Context: an optimization exercise on an open-source flow, tuned for small area. The choices shown serve that exercise and are no tape-out recipe. Where RTL was checked, it was by simulation tests only, not by an equivalence proof against the original. Power and IR drop assume default switching activity.

==> onyx <==
// chk_block
module chk_block (
    input  wire        clk,
    input  wire        rst,
    input  wire        flr,
    input  wire        req_valid,
    output wire        req_ready,
    input  wire        req_write,
    input  wire        req_host,
    input  wire [7:0]  req_addr,
    input  wire [31:0] req_wdata,
    output wire        rsp_valid,
    output wire [31:0] rsp_rdata
);
    localparam [2:0] OP_CTRL  = 3'd0;
    localparam [2:0] OP_FEED  = 3'd1;
    localparam [2:0] OP_STATE = 3'd2;
    localparam [2:0] OP_AUX   = 3'd3;
    localparam [2:0] OP_COUNT = 3'd4;
    localparam [2:0] OP_RES   = 3'd5;
    reg [8*3-1:0]  r_alg;
    reg [8*32-1:0] r_state;
    reg [8*9-1:0]  r_aux;
    reg [8*32-1:0] r_count;
    reg [2:0]      ptr;
    wire [2:0]  w_alg   = r_alg[23:21];
    wire [31:0] w_state = r_state[255:224];
    wire [8:0]  w_aux   = r_aux[71:63];
    wire [31:0] w_count = r_count[255:224];
    wire w_fl   = w_alg[2];
    wire w_c32  = !w_alg[2] && w_alg[1];
    wire w_c16  = !w_alg[2] && !w_alg[1] && w_alg[0];
  ...
Settings: LEC_CHECK=0, CAP_MARGIN=20, CORE_MARGIN=2, CORE_UTILIZATION=60, CTS_BUF_LIST=sky130_fd_sc_hd__clkbuf_8, CTS_CLUSTER_DIAMETER=50, CTS_CLUSTER_SIZE=20, PLACE_DENSITY=0.7, SLEW_MARGIN=20; clock period 13.0 ns.
standard.sh (not shown) runs the stock make flow with config.mk's settings and CLKGATE_MAP_FILE= SYNTH_SCRIPT=/design/flow/synth_recipe.tcl, a recipe that flattens the netlist after the stock synthesis.
==> flow/flow/run.sh <==
#!/bin/bash
# Own flow: the standard layout, with the synthesis's ABC step run with an
# area-oriented script instead of the speed script. Everything else in the
# synthesis (synth_recipe.tcl and ORFS's synth.tcl) is unchanged, so the
# registers keep the names and cell types the standard synthesis gives them.
set -euo pipefail
W=$(pwd)
R="balance; rewrite; refactor; balance; rewrite; rewrite -z; balance; refactor -z; rewrite -z; balance"
cat > "$W/area_abc.script" <<EOS
strash
$R
$R
dch
amap
topo
EOS
cat > "$W/area_synth.tcl" <<EOS
proc abc {args} {
  set i [lsearch -exact \$args -script]
  if { \$i >= 0 } { lset args [expr {\$i + 1}] {$W/area_abc.script} }
  yosys abc {*}\$args
}
source {$W/synth_recipe.tcl}
EOS
sed "s#$W/synth_recipe.tcl#$W/area_synth.tcl#" standard.sh > "$W/area_standard.sh"
grep -q area_synth.tcl "$W/area_standard.sh"
export BUFFER_PORTS_ARGS="-buffer_cell sky130_fd_sc_hd__buf_1"
export CTS_ARGS="-sink_clustering_enable -repair_clock_nets -sink_clustering_size 20 -sink_clustering_max_diameter 50 -buf_list sky130_fd_sc_hd__clkbuf_8 -dont_use_dummy_load"
bash "$W/area_standard.sh" finish > "$W/flow_make.log" 2>&1
==> quartz (differences from onyx) <==
--- a/flow/design.v
+++ b/flow/design.v
@@ -85,15 +85,15 @@
             sw_pend <= 1'b0;
             sw_on   <= 1'b1;
             sw_all  <= 1'b1;
             sw_k    <= 5'd0;
         end else if (flr) begin
             sw_pend <= 1'b1;
             sw_all  <= sw_all && (sw_on || sw_pend);
-        end else if (sw_pend && ptr == 3'd7 && !(busy && f_unit[2])) begin
+        end else if (sw_pend && ptr == 3'd7) begin
             sw_pend <= 1'b0;
             sw_on   <= 1'b1;
             sw_k    <= 5'd0;
         end else if (sw_on && ptr == 3'd7) begin
             sw_k <= sw_k + 5'd1;
             if (sw_k == 5'd31)
                 sw_on <= 1'b0;
@@ -111,24 +111,25 @@
     reg [2:0]  op;
     reg [2:0]  f_unit;
     reg [31:0] f_data;
     reg [1:0]  f_nb;       
     reg [6:0]  vc;         
     reg        p0;         
     reg        cc;         
-    reg        c1, a1;      
-    reg        c2, a2;      
-    reg        ab;          
+    reg        c1, a1, b1;  
+    reg        c2, a2, b2;  
     wire quiet = !sw_pend && !sw_on && !flr && !rst;
     wire vis   = busy && (ptr == f_unit);
     wire res_hold  = !req_write && reg_sel == 3'd6 && w_fl && w_pend;
     wire res_start = quiet && !busy && req_valid && is_unit && at_unit && res_hold;
-    wire res_resp  = vis && op == OP_RES && vc == 7'd48;
-    assign req_ready = quiet && (req_write ? (!is_unit || owned_drop || !busy)
-                                           : (!busy && (!is_unit || at_unit)));
+    wire res_take  = vis && op == OP_RES && vc == 7'd48 && req_valid && is_unit &&
+                     at_unit && !req_write && reg_sel == 3'd6;
+    assign req_ready = quiet && (!is_unit || owned_drop ||
+                                 (req_write ? !busy :
+                                  ((!busy && at_unit && !res_hold) || res_take)));
     wire accept  = req_valid && req_ready;
     wire unit_wr = accept && req_write && is_unit && !owned_drop && reg_sel != 3'd6;
     wire [4:0] k  = vc[4:0];
     wire [3:0] kk = vc[3:0];
     wire [2:0] pass = vc[6:4];
     wire       p_eff = (vc == 7'd0) ? w_pend : p0;
     wire [1:0] f_m   = p_eff ? ((f_nb == 2'd2) ? 2'd2 : 2'd1)
@@ -141,15 +142,15 @@
             OP_RES:   last = 7'd95;
             OP_FEED:  last = !w_fl ? 7'd31 :
                              (f_m == 2'd0) ? 7'd31 : (f_m == 2'd1) ? 7'd47 : 7'd79;
             default:  last = 7'd31;
         endcase
     end
     always @(posedge clk) begin
-        if (rst || (flr && f_unit[2] && (op != OP_RES || vc > 7'd48))) begin
+        if (rst || (flr && f_unit[2])) begin
             busy <= 1'b0;
         end else if (unit_wr && !busy) begin
             busy   <= 1'b1;
             op     <= (reg_sel == 3'd0) ? OP_CTRL  :
                       (reg_sel == 3'd4) ? OP_STATE :
                       (reg_sel == 3'd5) ? OP_AUX   :
                       (reg_sel == 3'd7) ? OP_COUNT : OP_FEED;
@@ -160,23 +161,18 @@
         end else if (res_start) begin
             busy   <= 1'b1;
             op     <= OP_RES;
             f_unit <= unit_sel;
             vc     <= 7'd0;
         end else if (vis) begin
             vc <= vc + 7'd1;
-            if (vc == last || (res_resp && ab))
+            if (vc == last)
                 busy <= 1'b0;
         end
     end
-    always @(posedge clk)
-        if (!busy)
-            ab <= 1'b0;
-        else if (flr && f_unit[2])
-            ab <= 1'b1;
     function stream;
         input [5:0] idx;
         begin
             if (idx[5:3] == 3'd0)
                 stream = w_aux[0];
             else
                 stream = f_data[idx - 6'd8];
@@ -193,38 +189,40 @@
     wire undo   = is_res && (pass >= 3'd3);
     wire [5:0] lo  = is_res ? 6'd0 : ({5'b00000, ~p_eff} + {3'b000, pass[2:1], 1'b0});
     wire       o1  = ((is_res && kk[3]) ? 1'b0 : sbit) ^ undo;
     wire x1 = w_state[0];
     wire x2 = w_state[16];
     wire kz = (kk == 4'd0);
     wire c1_in = kz ? (s1_add ? 1'b0 : c1) : c1;
-    wire z1    = kz ? (a1 & (x1 ^ c1)) : a1;
+    wire z1    = kz ? (a1 & (b1 ^ c1)) : a1;
     wire y1    = !s1_on ? x1 :
                  s1_add ? (x1 ^ o1 ^ c1_in) :
                  (z1 ? (undo & p0) : (x1 ^ c1_in));
     wire o2    = y1 ^ undo;
     wire c2_in = kz ? (s2_add ? 1'b0 : c2) : c2;
-    wire z2    = kz ? (a2 & (x2 ^ c2)) : a2;
+    wire z2    = kz ? (a2 & (b2 ^ c2)) : a2;
     wire y2    = !s2_on ? x2 :
                  s2_add ? (x2 ^ o2 ^ c2_in) :
                  (z2 ? (undo & cc) : (x2 ^ c2_in));
     always @(posedge clk) begin
         if (vis) begin
             if (s1_on) begin
                 c1 <= s1_add ? ((x1 & o1) | (x1 & c1_in) | (o1 & c1_in)) : (x1 & c1_in);
-                if (s1_add)
+                if (s1_add) begin
+                    if (kz) b1 <= y1;
                     a1 <= (kk == 4'd1) ? y1 : (a1 & y1);
-                else
+                end else
                     a1 <= z1;
             end
             if (s2_on) begin
                 c2 <= s2_add ? ((x2 & o2) | (x2 & c2_in) | (o2 & c2_in)) : (x2 & c2_in);
-                if (s2_add)
+                if (s2_add) begin
+                    if (kz) b2 <= y2;
                     a2 <= (kk == 4'd1) ? y2 : (a2 & y2);
-                else
+                end else
                     a2 <= z2;
             end
         end
     end
     wire [2:0] alg_next = (f_data[2:0] <= 3'd4) ? f_data[2:0] : w_alg;
     wire       init_bit = (alg_next == 3'd2 || alg_next == 3'd3) ||
                           (alg_next == 3'd1 && !k[4]);
@@ -248,20 +246,18 @@
         if (vis && (is_res ? (pass == 3'd0) : (vc == 7'd0)))
             p0 <= is_res ? ((kz ? 1'b1 : p0) & x1) : w_pend;
     wire       pend_f  = p_eff ^ (f_nb == 2'd0);
     wire [2:0] f_n     = (f_nb == 2'd0) ? 3'd1 : (f_nb == 2'd1) ? 3'd2 : 3'd4;
     wire [2:0] byte_f  = f_n - {2'b00, !pend_f};
     wire       aux_fl  = (kk == 4'd8) ? pend_f : sbit;
     wire       fl_aux  = (pass == 3'd1);
-    wire [1:0] lo_m1   = lo[1:0] - 2'd1 + {1'b0, kk[3]};
-    wire [1:0] bf_m1   = byte_f[1:0] - 2'd1;
-    wire [4:0] fidx    = is_fl_op ? (fl_aux ? {bf_m1, kk[2:0]} : {lo_m1, kk[2:0]})
-                                  : (k ^ {2'b00, {3{crc_step && !w_c32}}});
-    wire       use_aux = is_fl_op && (fl_aux ? (byte_f == 3'd0) : (lo[2:0] == 3'd0 && !kk[3]));
-    wire       sbit    = use_aux ? w_aux[0] : f_data[fidx];
+    wire [5:0] sidx    = is_fl_op ? (fl_aux ? {byte_f, kk[2:0]}
+                                            : ({lo[2:0], 3'b000} + {2'b00, kk}))
+                                  : ({1'b0, k ^ {2'b00, {3{crc_step && !w_c32}}}} + 6'd8);
+    wire       sbit    = stream(sidx);
     wire       fd_k    = sbit;
     reg st_right, st_split, st_left, st_ins31, st_ins15;
     reg cnt_shift, cnt_ins, aux_shift, aux_ins, alg_load;
     reg [2:0] alg_in;
     reg crc_r, crc_bit;
     always @(*) begin
         st_right = 1'b0; st_split = 1'b0; st_left = 1'b0;
@@ -373,21 +369,20 @@
                 bad_alg_flag <= 1'b0;
             if (accept && owned_drop)
                 unit_owned_flag <= 1'b1;
             else if (status_clr && req_wdata[0])
                 unit_owned_flag <= 1'b0;
         end
     end
-    wire rq     = !res_resp;
-    wire sel_s  = (rq && is_unit && (reg_sel == 3'd4 || reg_sel == 3'd6)) || res_resp;
-    wire inv    = rq && w_c32 && reg_sel[1];
-    wire sel_c  = rq && is_unit && reg_sel == 3'd7;
-    wire sel_a  = rq && is_unit && reg_sel == 3'd5;
-    wire sel_g  = rq && is_unit && reg_sel == 3'd0;
+    wire sel_s  = is_unit && (reg_sel == 3'd4 || reg_sel == 3'd6);
+    wire inv    = w_c32 && reg_sel[1];
+    wire sel_c  = is_unit && reg_sel == 3'd7;
+    wire sel_a  = is_unit && reg_sel == 3'd5;
+    wire sel_g  = is_unit && reg_sel == 3'd0;
     wire en_mid = sel_s && !w_c8;
     wire en_hi  = sel_s && !w_c8 && !w_c16;
     wire [31:0] s_en  = {{16{en_hi}}, {8{en_mid}}, {8{sel_s}}};
     wire [31:0] rd_small = {23'd0, w_aux & {9{sel_a}}} | {29'd0, w_alg & {3{sel_g}}} |
-                        {30'd0, {bad_alg_flag, unit_owned_flag} & {2{rq && is_stat}}};
-    assign rsp_valid = (accept && !req_write && !res_start) || res_resp;
+                        {30'd0, {bad_alg_flag, unit_owned_flag} & {2{is_stat}}};
+    assign rsp_valid = accept && !req_write;
     assign rsp_rdata = ((w_state ^ {32{inv}}) & s_en) | (w_count & {32{sel_c}}) | rd_small;
 endmodule
==> flow/run.sh (new file) <==
#!/bin/bash
# synth_recipe.tcl (not shown) runs the flow's synth.tcl, then flattens the netlist and writes it again
# the make line also repeats each setting of config.mk as NAME=value (left out here)
make -C /OpenROAD-flow-scripts/flow DESIGN_CONFIG=/design/flow/config.mk WORK_HOME=/design/flow/orfs CLKGATE_MAP_FILE= SYNTH_SCRIPT=/design/flow/synth_recipe.tcl finish
removed: flow/flow/run.sh
removed: flow/standard.sh
==> pepper (differences from onyx) <==
--- a/flow/design.v
+++ b/flow/design.v
@@ -35,15 +35,15 @@
         end else if (st_left) begin
             if (c16)
                 state_n[15:0] = {state[14:0], 1'b0} ^ (fb_l ? 16'h1021 : 16'h0000);
             else
                 state_n[7:0]  = {state[6:0], 1'b0} ^ (fb_l ? 8'h07 : 8'h00);
         end
     end
-    assign count_n = cnt_shift ? {cnt_ins, count[31:1]} : count;
+    assign count_n = {cnt_ins, count[31:1]};    
     assign aux_n   = aux_shift ? {aux_ins, aux[8:1]} : aux;
     assign alg_n   = alg_load ? alg_in : alg;
 endmodule
 module chk_block (
     input  wire        clk,
     input  wire        rst,
     input  wire        flr,
@@ -58,49 +58,53 @@
 );
     localparam [2:0] OP_CTRL  = 3'd0;
     localparam [2:0] OP_FEED  = 3'd1;
     localparam [2:0] OP_STATE = 3'd2;
     localparam [2:0] OP_AUX   = 3'd3;
     localparam [2:0] OP_COUNT = 3'd4;
     localparam [2:0] OP_RES   = 3'd5;
+    localparam [2:0] OP_CRD   = 3'd6;    
     reg [8*3-1:0]  r_alg;
     reg [8*32-1:0] r_state;
     reg [8*9-1:0]  r_aux;
     reg [8*32-1:0] r_count;
     reg [2:0]      ptr;
     wire [2:0]  w_alg   = r_alg[23:21];
     wire [31:0] w_state = r_state[255:224];
     wire [8:0]  w_aux   = r_aux[71:63];
     wire [31:0] w_count = r_count[255:224];
     wire w_fl   = w_alg[2];
     wire w_c32  = !w_alg[2] && w_alg[1];
     wire w_c16  = !w_alg[2] && !w_alg[1] && w_alg[0];
     wire w_c8   = !w_alg[2] && !w_alg[1] && !w_alg[0];
     wire w_pend = w_aux[8];
+    reg [4:0] ph;
     reg       sw_pend;
     reg       sw_on;
     reg       sw_all;
-    reg [4:0] sw_k;
+    wire frame_end = (ptr == 3'd7);
+    wire ph_end    = frame_end && (ph == 5'd31);
+    wire sw_block;    
     always @(posedge clk) begin
         if (rst) begin
+            ph      <= 5'd0;
             sw_pend <= 1'b0;
             sw_on   <= 1'b1;
             sw_all  <= 1'b1;
-            sw_k    <= 5'd0;
-        end else if (flr) begin
-            sw_pend <= 1'b1;
-            sw_all  <= sw_all && (sw_on || sw_pend);
-        end else if (sw_pend && ptr == 3'd7 && !(busy && f_unit[2])) begin
-            sw_pend <= 1'b0;
-            sw_on   <= 1'b1;
-            sw_k    <= 5'd0;
-        end else if (sw_on && ptr == 3'd7) begin
-            sw_k <= sw_k + 5'd1;
-            if (sw_k == 5'd31)
-                sw_on <= 1'b0;
+        end else begin
+            if (frame_end)
+                ph <= ph + 5'd1;
+            if (flr) begin
+                sw_pend <= 1'b1;
+                sw_all  <= sw_all && (sw_on || sw_pend);
+            end else if (ph_end && !sw_block) begin
+                sw_pend <= 1'b0;
+            end
+            if (ph_end)
+                sw_on <= sw_pend && !flr && !sw_block;
         end
     end
     wire sw_hit = sw_on && !rst && !flr && (sw_all || ptr[2]);
     wire       is_unit  = (req_addr[7:6] == 2'b01 || req_addr[7:6] == 2'b10)
                           && (req_addr[3] == 1'b0);
     wire       is_stat  = (req_addr == 8'h00);
     wire [2:0] unit_sel = {req_addr[7], req_addr[5:4]};
@@ -116,59 +120,56 @@
     reg        p0;         
     reg        cc;         
     reg        c1, a1;      
     reg        c2, a2;      
     reg        ab;          
     wire quiet = !sw_pend && !sw_on && !flr && !rst;
     wire vis   = busy && (ptr == f_unit);
+    wire wait0 = (op == OP_FEED || op == OP_COUNT) && vc == 7'd0 && ph != 5'd0;
+    assign sw_block = busy && f_unit[2];
     wire res_hold  = !req_write && reg_sel == 3'd6 && w_fl && w_pend;
     wire res_start = quiet && !busy && req_valid && is_unit && at_unit && res_hold;
     wire res_resp  = vis && op == OP_RES && vc == 7'd48;
+    wire crd_start = quiet && !busy && req_valid && is_unit && at_unit &&
+                     !req_write && reg_sel == 3'd7 && ph != 5'd0;
+    wire crd_resp  = vis && op == OP_CRD && ph == 5'd0;
     assign req_ready = quiet && (req_write ? (!is_unit || owned_drop || !busy)
                                            : (!busy && (!is_unit || at_unit)));
     wire accept  = req_valid && req_ready;
     wire unit_wr = accept && req_write && is_unit && !owned_drop && reg_sel != 3'd6;
     wire [4:0] k  = vc[4:0];
     wire [3:0] kk = vc[3:0];
     wire [2:0] pass = vc[6:4];
     wire       p_eff = (vc == 7'd0) ? w_pend : p0;
     wire [1:0] f_m   = p_eff ? ((f_nb == 2'd2) ? 2'd2 : 2'd1)
                              : ((f_nb == 2'd0) ? 2'd0 : (f_nb == 2'd1) ? 2'd1 : 2'd2);
-    reg  [6:0] last;
-    always @(*) begin
-        case (op)
-            OP_CTRL:  last = f_data[31] ? 7'd31 : 7'd0;
-            OP_AUX:   last = 7'd8;
-            OP_RES:   last = 7'd95;
-            OP_FEED:  last = !w_fl ? 7'd31 :
-                             (f_m == 2'd0) ? 7'd31 : (f_m == 2'd1) ? 7'd47 : 7'd79;
-            default:  last = 7'd31;
-        endcase
-    end
+    wire [2:0] last_pass = (op == OP_RES) ? 3'd5 :
+                           (op == OP_FEED && w_fl && f_m != 2'd0) ? {f_m == 2'd2, f_m == 2'd1, 1'b0} : 3'd1;
+    wire       last = (kk == 4'd15) && (pass == last_pass);
     always @(posedge clk) begin
-        if (rst || (flr && f_unit[2] && (op != OP_RES || vc > 7'd48))) begin
+        if (rst || (flr && f_unit[2] && op != OP_CRD && (op != OP_RES || vc > 7'd48))) begin
             busy <= 1'b0;
         end else if (unit_wr && !busy) begin
             busy   <= 1'b1;
             op     <= (reg_sel == 3'd0) ? OP_CTRL  :
                       (reg_sel == 3'd4) ? OP_STATE :
                       (reg_sel == 3'd5) ? OP_AUX   :
                       (reg_sel == 3'd7) ? OP_COUNT : OP_FEED;
             f_unit <= unit_sel;
             f_data <= req_wdata;
             f_nb   <= (reg_sel == 3'd1) ? 2'd0 : (reg_sel == 3'd2) ? 2'd1 : 2'd2;
             vc     <= 7'd0;
-        end else if (res_start) begin
+        end else if (res_start || crd_start) begin
             busy   <= 1'b1;
-            op     <= OP_RES;
+            op     <= res_start ? OP_RES : OP_CRD;
             f_unit <= unit_sel;
             vc     <= 7'd0;
-        end else if (vis) begin
+        end else if (vis && !wait0) begin
             vc <= vc + 7'd1;
-            if (vc == last || (res_resp && ab))
+            if (last || (res_resp && ab) || crd_resp)
                 busy <= 1'b0;
         end
     end
     always @(posedge clk)
         if (!busy)
             ab <= 1'b0;
         else if (flr && f_unit[2])
@@ -204,15 +205,15 @@
     wire o2    = y1 ^ undo;
     wire c2_in = kz ? (s2_add ? 1'b0 : c2) : c2;
     wire z2    = kz ? (a2 & (x2 ^ c2)) : a2;
     wire y2    = !s2_on ? x2 :
                  s2_add ? (x2 ^ o2 ^ c2_in) :
                  (z2 ? (undo & cc) : (x2 ^ c2_in));
     always @(posedge clk) begin
-        if (vis) begin
+        if (vis && !wait0) begin
             if (s1_on) begin
                 c1 <= s1_add ? ((x1 & o1) | (x1 & c1_in) | (o1 & c1_in)) : (x1 & c1_in);
                 if (s1_add)
                     a1 <= (kk == 4'd1) ? y1 : (a1 & y1);
                 else
                     a1 <= z1;
             end
@@ -233,15 +234,15 @@
                                                         {3'b000, f_nb} == 6'd1 ? 6'd16 : 6'd32));
     wire       crc_d    = sbit;
     wire       cnt_add  = (k == {3'b000, f_nb}) || (f_nb == 2'd2 && k == 5'd2 && 1'b0);
     wire       nbit     = (f_nb == 2'd0) ? (k == 5'd0) : (f_nb == 2'd1) ? (k == 5'd1) : (k == 5'd2);
     wire       cc_in    = (k == 5'd0) ? 1'b0 : cc;
     wire       cx       = w_count[0];
     always @(posedge clk)
-        if (vis) begin
+        if (vis && !wait0) begin
             if (is_res) begin
                 if (pass == 3'd1)
                     cc <= (kz ? 1'b1 : cc) & x2;
             end else
                 cc <= (cx & nbit) | (cx & cc_in) | (nbit & cc_in);
         end
     always @(posedge clk)
@@ -262,60 +263,61 @@
     reg st_right, st_split, st_left, st_ins31, st_ins15;
     reg cnt_shift, cnt_ins, aux_shift, aux_ins, alg_load;
     reg [2:0] alg_in;
     reg crc_r, crc_bit;
     always @(*) begin
         st_right = 1'b0; st_split = 1'b0; st_left = 1'b0;
         st_ins31 = 1'b0; st_ins15 = 1'b0;
-        cnt_shift = 1'b0; cnt_ins = 1'b0;
+        cnt_shift = 1'b1; cnt_ins = w_count[0];
         aux_shift = 1'b0; aux_ins = 1'b0;
         alg_load = 1'b0; alg_in = alg_next;
         crc_r = 1'b0; crc_bit = crc_d;
         if (sw_hit) begin
             st_right  = 1'b1; st_ins31 = 1'b1;
             cnt_shift = 1'b1; cnt_ins  = 1'b0;
-            aux_shift = (sw_k <= 5'd8); aux_ins = 1'b0;
+            aux_shift = 1'b1; aux_ins = 1'b0;
             alg_load  = 1'b1; alg_in   = 3'd2;
-        end else if (vis) begin
+        end else if (vis && !wait0) begin
             case (op)
                 OP_CTRL: begin
                     alg_load = (vc == 7'd0);
                     if (f_data[31]) begin
                         st_right  = 1'b1; st_ins31 = init_bit;
                         cnt_shift = 1'b1; cnt_ins  = 1'b0;
                         aux_shift = (k <= 5'd8); aux_ins = 1'b0;
                     end
                 end
                 OP_STATE: begin
                     st_right = 1'b1;
                     st_ins31 = in_width ? fd_k : w_state[0];
                 end
                 OP_AUX: begin
-                    aux_shift = 1'b1; aux_ins = fd_k;
+                    aux_shift = (k <= 5'd8); aux_ins = fd_k;
                 end
                 OP_COUNT: begin
                     cnt_shift = 1'b1; cnt_ins = fd_k;
                 end
                 OP_FEED: begin
                     cnt_shift = 1'b1;
                     cnt_ins   = cx ^ nbit ^ cc_in;
                     if (w_fl) begin
                         st_right  = 1'b1; st_split = 1'b1;
                         st_ins31  = y2;   st_ins15 = y1;
                         aux_shift = (vc <= 7'd8) || (fl_aux && kk <= 4'd8);
                         aux_ins   = fl_aux ? aux_fl : w_aux[0];
-                        cnt_shift = (vc <= 7'd31);
+                        if (vc > 7'd31) cnt_ins = w_count[0];
                     end else if (crc_step) begin
                         if (w_c32) begin
                             st_right = 1'b1; crc_r = 1'b1;
                             st_ins31 = w_state[0] ^ crc_d;
                         end else
                             st_left = 1'b1;
                     end
                 end
+                OP_CRD: ;
                 default: begin  
                     st_right  = 1'b1; st_split = 1'b1;
                     st_ins31  = y2;   st_ins15 = y1;
                     aux_shift = (pass == 3'd0 || pass == 3'd4) && kk <= 4'd8;
                     aux_ins   = w_aux[0];
                 end
             endcase
@@ -373,21 +375,21 @@
                 bad_alg_flag <= 1'b0;
             if (accept && owned_drop)
                 unit_owned_flag <= 1'b1;
             else if (status_clr && req_wdata[0])
                 unit_owned_flag <= 1'b0;
         end
     end
-    wire rq     = !res_resp;
+    wire rq     = !res_resp && !crd_resp;
     wire sel_s  = (rq && is_unit && (reg_sel == 3'd4 || reg_sel == 3'd6)) || res_resp;
     wire inv    = rq && w_c32 && reg_sel[1];
-    wire sel_c  = rq && is_unit && reg_sel == 3'd7;
+    wire sel_c  = (rq && is_unit && reg_sel == 3'd7) || crd_resp;
     wire sel_a  = rq && is_unit && reg_sel == 3'd5;
     wire sel_g  = rq && is_unit && reg_sel == 3'd0;
     wire en_mid = sel_s && !w_c8;
     wire en_hi  = sel_s && !w_c8 && !w_c16;
     wire [31:0] s_en  = {{16{en_hi}}, {8{en_mid}}, {8{sel_s}}};
     wire [31:0] rd_small = {23'd0, w_aux & {9{sel_a}}} | {29'd0, w_alg & {3{sel_g}}} |
                         {30'd0, {bad_alg_flag, unit_owned_flag} & {2{rq && is_stat}}};
-    assign rsp_valid = (accept && !req_write && !res_start) || res_resp;
+    assign rsp_valid = (accept && !req_write && !res_start && !crd_start) || res_resp || crd_resp;
     assign rsp_rdata = ((w_state ^ {32{inv}}) & s_en) | (w_count & {32{sel_c}}) | rd_small;
 endmodule
--- a/flow/flow/run.sh
+++ b/flow/flow/run.sh
@@ -1,19 +1,19 @@
 #!/bin/bash
 # Own flow: the standard layout, with the synthesis's ABC step run with an
 # area-oriented script instead of the speed script. Everything else in the
 # synthesis (synth_recipe.tcl and ORFS's synth.tcl) is unchanged, so the
 # registers keep the names and cell types the standard synthesis gives them.
 set -euo pipefail
 W=$(pwd)
-R="balance; rewrite; refactor; balance; rewrite; rewrite -z; balance; refactor -z; rewrite -z; balance"
 cat > "$W/area_abc.script" <<EOS
 strash
-$R
-$R
+&get -n
+&deepsyn -T 60
+&put
 dch
 amap
 topo
 EOS
 cat > "$W/area_synth.tcl" <<EOS
 proc abc {args} {
   set i [lsearch -exact \$args -script]
==> notes <==
Combinational power: quartz < pepper < onyx. Sequential power: onyx > pepper > quartz. Against quartz, the final cell count of onyx is lower by about 3%. In onyx the critical path depth is higher than in quartz, by 4. The lowest wire length belongs to pepper, the highest to quartz. Die area: quartz is higher than pepper (11%).
==> figures <==
metric                                                  quartz      pepper        onyx
Switching power of the nets                         0.000672 W  0.000680 W  0.000740 W
Result of the run             no timing/DRC/antenna violations  no timing/DRC/antenna violations  no timing/DRC/antenna violations
Clock buf/inv share                                      4.13%       3.33%       3.09%
Synthesized area divided by synthesized cell count  13.1 sq um  13.4 sq um  12.9 sq um
Placed instance count                                     1925        1777        1887
Count of non-CTS buffers in the layout                      86          84          92
Crit path setup slack, layout                          4510 ps     4800 ps     4940 ps
Worst-case register-to-register setup slack            5170 ps     5410 ps     5060 ps
Highest fanout seen on the critical path                    32          16          16
Simple logic cell fraction of the synthesized area       8.09%       5.76%       5.42%
Compound-Gate Fraction of Synth Area                     7.66%       10.2%       12.0%
Multi-input combinational gate total                       724         519         564
GRT met2 Usage                                           32.8%       32.7%       33.4%
For onyx, only the layout was checked, not whether the RTL still works.

-- static timing again, ports no longer ideal --
The results above use ideal ports. As a check the final layouts listed here were re-extracted and re-timed, cells and wires unchanged.
Step 1 sets driving cells, clkbuf_16 on the clock port and buf_2 on the other inputs (assumed; they add their load-dependent delay and slew).
Step 2, shift: input delay + t, output delay - t, t = (earliest + latest rising clock arrival at the registers) / 2. This alone moves slack from input paths to output paths.
Three values: no drivers, after step 1, after step 2; two values: the first two.
| run | t, ns | setup slack, ns | worst setup path after step 2 | latest minus earliest clock arrival (ns) | slew at the worst register clock pin (ns) |
|---|---|---|---|---|---|
| onyx | 0.585 | 4.937 / 4.914 / 4.914 | input to output | 0.083 / 0.083 | 0.11 / 0.11 |
| quartz | 0.627 | 4.506 / 4.456 / 4.456 | input to output | 0.020 / 0.021 | 0.11 / 0.11 |
| pepper | 0.603 | 4.801 / 4.775 / 4.775 | input to output | 0.081 / 0.081 | 0.11 / 0.11 |
After both steps setup and hold are still met in every run listed. The setup slack of quartz, which loses most, moves by -0.050 ns with the drivers and by -0.050 ns with both steps.
